This design comes from an exercise in tuning for small area, a short achievable clock period and few clock cycles per item on the open sky130 flow, not from production work.
Only simulation tests tie the RTL to the original design; equivalence was not proved.

Design quadrille, start of the top module:
module quadrille (
    input  wire        clk,
    input  wire        rst,
    input  wire        cfg_valid,
    output wire        cfg_ready,
    input  wire [63:0] cfg_seed_lo,
    input  wire [63:0] cfg_seed_hi,
    input  wire [15:0] cfg_dataset_id,
    input  wire [23:0] cfg_epoch,
    input  wire [48:0] cfg_n,
    input  wire        req_valid,
    output wire        req_ready,
    input  wire [47:0] req_pos,
    input  wire        req_inv,
    input  wire [7:0]  req_tag,
    output reg         rsp_valid,
    input  wire        rsp_ready,
    output reg  [7:0]  rsp_tag,
    output reg  [47:0] rsp_index
);
clock: 28.0 ns
lec_check: 0
cap_margin: 20
core_margin: 2
core_utilization: 40
slew_margin: 20
synth_hierarchical: 1
synth_minimum_keep_size: 0
run.sh (not shown) runs the stock make flow with config.mk's settings and CLKGATE_MAP_FILE= SYNTH_SCRIPT=/design/flow/synth_recipe.tcl, a recipe that flattens the netlist after the stock synthesis.
The first run completed without violations.
Testbench counts at the start, summed over its fixed seeds: cycles 36,005, items 3,072.
Change:
--- a/flow/design.v
+++ b/flow/design.v
@@ -2371,18 +2371,18 @@
             wire done  = s3v && (c3_r == 3'd7) && y_in;
             wire waitr = !s3v && c3_act && c3_pend;
             wire idle  = !s3v && !c3_act;
             wire cont  = s3v && !done;
             assign want[g] = done || waitr;
             if (g == 0) begin : g_p0
                 assign ans[g] = want[g] && rfree;
-                assign tk[g]  = keys_ok && rb_full && idle;
+                assign tk[g]  = keys_ok && rb_full && (idle || ans[g]);
             end else begin : g_pn
                 assign ans[g] = want[g] && rfree && !(|want[g-1:0]);
-                assign tk[g]  = keys_ok && rb_full && idle && !(|tk[g-1:0]);
+                assign tk[g]  = keys_ok && rb_full && (idle || ans[g]) && !(|tk[g-1:0]);
             end
             wire blk = want[g] && !ans[g];
             assign y_all[48 * g +: 48] = y;
             assign t_all[8 * g +: 8]   = c3_t;
             wire [2:0]  gk   = g * KPD + kdkr;          
             wire [2:0]  gkm  = g * KPD + kdkr - 1;      
             wire [63:0] ka   = (kdsrc ? p_ahi : p_alo) ^ rca_f({gk, kdsrc});
After rerunning:
- The new run ran to the end with no violations
- synthesized area grows by 1.0%
- fmax fell by about 9%
- die area rises by 1.0%
- clock-buffer cell count goes up by 13
- routed wire length grows by about 0.8%
- worst hold slack got worse by 14 ps
Testbench counts after the change, summed over its fixed seeds: cycles 34,484, items 3,072.

quadrille with an RTL version that a note above also has.
Size in the first run: about 1600 flip-flops, ~340 I/O pins, ~150000 um2 of cells after synthesis.
Design quadrille, start of the top module:
module quadrille (
    input  wire        clk,
    input  wire        rst,
    input  wire        cfg_valid,
    output wire        cfg_ready,
    input  wire [63:0] cfg_seed_lo,
    input  wire [63:0] cfg_seed_hi,
    input  wire [15:0] cfg_dataset_id,
    input  wire [23:0] cfg_epoch,
    input  wire [48:0] cfg_n,
    input  wire        req_valid,
    output wire        req_ready,
    input  wire [47:0] req_pos,
    input  wire        req_inv,
    input  wire [7:0]  req_tag,
    output reg         rsp_valid,
    input  wire        rsp_ready,
    output reg  [7:0]  rsp_tag,
    output reg  [47:0] rsp_index
);
clock: 28.0 ns
lec_check: 0
cap_margin: 20
core_margin: 2
core_utilization: 55
slew_margin: 20
synth_hierarchical: 1
synth_minimum_keep_size: 0
Testbench counts at the start, summed over its fixed seeds: cycles 34,484, items 3,072.
Change:
--- a/flow/design.v
+++ b/flow/design.v
@@ -2372,16 +2372,16 @@
             wire waitr = !s3v && c3_act && c3_pend;
             wire idle  = !s3v && !c3_act;
             wire cont  = s3v && !done;
             assign want[g] = done || waitr;
             if (g == 0) begin : g_p0
                 assign ans[g] = want[g] && rfree;
-                assign tk[g]  = keys_ok && rb_full && (idle || ans[g]);
+                assign tk[g]  = keys_ok && rb_full && idle;
             end else begin : g_pn
                 assign ans[g] = want[g] && rfree && !(|want[g-1:0]);
-                assign tk[g]  = keys_ok && rb_full && (idle || ans[g]) && !(|tk[g-1:0]);
+                assign tk[g]  = keys_ok && rb_full && idle && !(|tk[g-1:0]);
             end
             wire blk = want[g] && !ans[g];
             assign y_all[48 * g +: 48] = y;
             assign t_all[8 * g +: 8]   = c3_t;
             wire [2:0]  gk   = g * KPD + kdkr;          
             wire [2:0]  gkm  = g * KPD + kdkr - 1;      
Result: Final area goes down by about 1%; routed wire length drops by 5.5%; global-route usage drops by 1.8 points; worst setup slack gets better by 0.30 ns; synthesized area came out lower by about 1%; synthesized cell count shrinks by about 0.32%; maximum frequency goes up by 3.8%.
Testbench counts after the change, summed over its fixed seeds: cycles 36,005, items 3,072.

-- separate check: timing with driven ports --
The results above use ideal ports. As a check the final layouts listed here were re-extracted and re-timed, cells and wires unchanged.
Step 1 sets driving cells, clkbuf_16 on the clock port and buf_2 on the other inputs (assumed; they add their load-dependent delay and slew).
Step 2 adds t to the input delays and takes it off the output delays; t is the mean of the earliest and latest rising clock arrival at the registers after step 1. Input paths then give back, and output paths get back, about the clock's delay inside the block.
a / b / c = no drivers / after step 1 / after step 2; a / b = the first two.
run | shift t [ns] | setup WS [ns] | worst slew at a driven data input, ns | cell pins on the clock port's net
the first run of note 1 | 1.021 | 20.178 / 20.057 / 20.245 | 0.27 | 1
the second run of note 1 | 1.008 | 19.381 / 19.381 / 19.381 | 0.34 | 1
the first run of note 2 | 1.002 | 19.836 / 19.836 / 19.836 | 0.09 | 1
the second run of note 2 | 0.950 | 20.133 / 20.133 / 20.133 | 0.10 | 1
After both steps every run listed still meets setup and hold.
